From an optimization exercise on the open Yosys and OpenROAD flow, aimed at small area and a short achievable clock period; shortcuts taken in it are not production practice.
At most, simulation tests tie the RTL to the original design; equivalence was not proved.
No activity file was given, so power comes from the tool's default toggle rates.

// dc_blocker
module dc_blocker (
    input  wire               clk,
    input  wire               rst,        
    input  wire               in_valid,
    input  wire signed [39:0] x,
    input  wire               track,
    input  wire               load,
    input  wire        [2:0]  corner,
    output reg                out_valid,
    output reg  signed [39:0] y,
    output wire signed [71:0] base
);
Size in the first run: about 160 I/O pins, roughly 31000 sq um of cells after synthesis.
==> flow/config.mk <==
export PLATFORM = sky130hd
export DESIGN_NAME = dc_blocker
export DESIGN_NICKNAME = dc_blocker
export VERILOG_FILES = /design/flow/design.v
export SDC_FILE = /design/flow/constraint.sdc
export NUM_CORES = 4
export LEC_CHECK = 0
export CAP_MARGIN = 20
export CORE_MARGIN = 2
export CORE_UTILIZATION = 65
export SLEW_MARGIN = 20
==> flow/constraint.sdc <==
create_clock -name core_clock -period 20.0 [get_ports {clk}]
set_input_delay 4.0000 -clock core_clock [delete_from_list [all_inputs] [get_ports {clk}]]
set_output_delay 4.0000 -clock core_clock [all_outputs]
set_load 0.01 [all_outputs]
standard.sh (not shown) runs the stock make flow with config.mk's settings and CLKGATE_MAP_FILE= SYNTH_SCRIPT=/design/flow/synth_recipe.tcl, a recipe that flattens the netlist after the stock synthesis.
==> flow/flow/run.sh <==
#!/bin/bash
set -e
export BUFFER_PORTS_ARGS="-buffer_cell sky130_fd_sc_hd__buf_2"
export SETUP_SLACK_MARGIN=14.7
bash standard.sh > standard.log 2>&1
The starting point produced a clean layout.
Then changed:
- CTS_BUF_LIST: not set -> sky130_fd_sc_hd__clkbuf_8 sky130_fd_sc_hd__clkbuf_16
- CTS_CLUSTER_DIAMETER: not set -> 60
- CTS_CLUSTER_SIZE: not set -> 20
Effect:
- The changed run finished clean
- via count fell by 1.2%
- area after synthesis stays the same
- non-clock buffer count does not change
Then changed:
- CTS_BUF_LIST: sky130_fd_sc_hd__clkbuf_8 sky130_fd_sc_hd__clkbuf_16 -> not set
The new run passed the timing, DRC and antenna checks.
Core utilization does not change.
Via count barely changes.
Worst setup slack gets worse by 0.0049 ns.
Routed wire length is about the same.
Final area does not change.
Cell count is unchanged.
Die area is unchanged.
Then changed:
--- a/flow/flow/run.sh
+++ b/flow/flow/run.sh
@@ -4 +4 @@
-export SETUP_SLACK_MARGIN=14.7
+export SETUP_SLACK_MARGIN=14.8
- CTS_BUF_LIST: not set -> sky130_fd_sc_hd__clkbuf_8
- CTS_CLUSTER_DIAMETER: 60 -> not set
- CTS_CLUSTER_SIZE: 20 -> not set
Result: Hold slack degrades by 0.016 ns; wire length climbs by 3.0%; critical path depth does not change; total power came out higher by 4.9%; core utilization went up by 2.7 points; count of clock-buffer cells in the layout rises by 50; via count came out higher by 2.6%; die area is unchanged; non-clock buffer count went up by 67; clock power goes up by about 10%.

Another version of the RTL of dc_blocker (not shown whole).
Size in the first run: about 3300 cells after synthesis, about 590 flip-flops, roughly 0.032 sq mm of cells after synthesis.
## dc_blocker
module dc_blocker (
    input  wire               clk,
    input  wire               rst,        
    input  wire               in_valid,
    input  wire signed [39:0] x,
    input  wire               track,
    input  wire               load,
    input  wire        [2:0]  corner,
    output reg                out_valid,
    output reg  signed [39:0] y,
    output wire signed [71:0] base
);
export LEC_CHECK = 0
export ABC_AREA = 1
export CAP_MARGIN = 20
export CORE_MARGIN = 2
export CORE_UTILIZATION = 65
export SLEW_MARGIN = 20
create_clock -name core_clock -period 20.0 [get_ports {clk}]
run.sh (not shown) runs the stock make flow with config.mk's settings and CLKGATE_MAP_FILE= SYNTH_SCRIPT=/design/flow/synth_recipe.tcl, a recipe that flattens the netlist after the stock synthesis.
Stock flow here: none of the scripts above is used.
Edit:
==> flow/flow/run.sh (new file) <==
#!/bin/bash
set -e
export BUFFER_PORTS_ARGS="-buffer_cell sky130_fd_sc_hd__buf_2"
bash standard.sh > standard.log 2>&1
==> flow/standard.sh (new file) <==
#!/bin/bash
# synth_recipe.tcl (not shown) runs the flow's synth.tcl, then flattens the netlist and writes it again
# the make line also repeats each setting of config.mk as NAME=value (left out here)
make -C /OpenROAD-flow-scripts/flow DESIGN_CONFIG=/design/flow/config.mk WORK_HOME=/design/flow/orfs CLKGATE_MAP_FILE= SYNTH_SCRIPT=/design/flow/synth_recipe.tcl "${@:-finish}"
Settings changed: ABC_AREA 1 to unset.
removed: flow/run.sh
What happened: The changed run ran to the end with no violations; routed wire length decreases by 21%; count of clock-buffer cells in the layout decreases by 7; hold slack improved by 0.025 ns; clock power stays flat; utilization decreases by 2.0 points; synthesized area decreases by 2.4%; design area decreases by 4.9%; worst setup slack got worse by 0.28 ns; global-route usage decreases by 7.5 points; critical path depth increases by 16; sequential share of layout area increases by 2.4 points.
No run of this note included a check of the RTL's function; only the layout flow was run.

dc_blocker with an RTL version that a note above also has.
Size in the first run: roughly 2,500 cells after synthesis, ~160 I/O pins, ~31,000 sq um of cells after synthesis.
clock: 20.0 ns
lec_check: 0
cap_margin: 20
core_margin: 2
core_utilization: 65
slew_margin: 20
standard.sh (not shown) runs the stock make flow with config.mk's settings and CLKGATE_MAP_FILE= SYNTH_SCRIPT=/design/flow/synth_recipe.tcl, a recipe that flattens the netlist after the stock synthesis.
==> flow/flow/run.sh <==
#!/bin/bash
set -e
export BUFFER_PORTS_ARGS="-buffer_cell sky130_fd_sc_hd__buf_1"
export SETUP_SLACK_MARGIN=14.7
bash standard.sh > standard.log 2>&1
Then changed:
==> flow/flow/run.sh (replaced) <==
#!/bin/bash
set -e
export BUFFER_PORTS_ARGS="-buffer_cell sky130_fd_sc_hd__buf_2"
export SETUP_SLACK_MARGIN=14.7
bash standard.sh > standard.log 2>&1
Settings changed: CTS_CLUSTER_DIAMETER from default to 75, CTS_CLUSTER_SIZE from default to 28.
=>
- The new run finished with timing, DRC and antenna clean
- design area came out lower by a few percent
- setup slack gets better by 15 ps
- cell count came out lower slightly
Then changed:
Settings changed: CORE_UTILIZATION 65 to 70, CTS_CLUSTER_DIAMETER 75 to 60, CTS_CLUSTER_SIZE 28 to 20.
=> The changed run passed the timing, DRC and antenna checks. Total power went up by 4.3%. Non-clock buffer count went down by 29. Die area went down by 7.0%.

==> re-timing with driven ports <==
No port has a modelled driver above. Below, the same layouts with a new extraction and two added sets of constraints. Step 1 assumes that a clkbuf_16 drives the clock port and a buf_2 every other input. Step 2 times the ports against the registers' clock, not the clock port: input delays grow and output delays shrink by t, the midpoint of the rising clock arrivals with the driver on. Three values: ideal, step 1, step 2; two values: the first two.
run	t (ns)	setup WS [ns]	worst hold slack (ns)	worst slew at a driven data input, ns
the first run of note 1	0.692	14.702 / 14.639 / 14.659	0.404 / 0.404 / 0.404	0.06
the second run of note 1	0.661	14.717 / 14.651 / 14.675	0.414 / 0.414 / 0.414	0.06
the third run of note 1	0.660	14.712 / 14.646 / 14.676	0.415 / 0.415 / 0.415	0.06
the fourth run of note 1	0.755	14.629 / 14.573 / 14.706	0.399 / 0.399 / 0.399	0.06
the first run of note 2	0.720	14.205 / 14.141 / 14.006	0.386 / 0.386 / 0.386	0.07
the second run of note 2	0.674	13.922 / 13.922 / 13.922	0.412 / 0.412 / 0.412	0.07
the first run of note 3	0.690	14.651 / 14.589 / 14.529	0.387 / 0.387 / 0.387	0.07
the second run of note 3	0.702	14.665 / 14.600 / 14.697	0.415 / 0.415 / 0.415	0.05
the third run of note 3	0.645	14.711 / 14.649 / 14.692	0.413 / 0.413 / 0.413	0.07
After both steps every run listed still meets setup and hold. For the first run of note 2, which loses most, drivers alone change the setup slack by -0.064 ns; drivers and shift together by -0.199 ns.
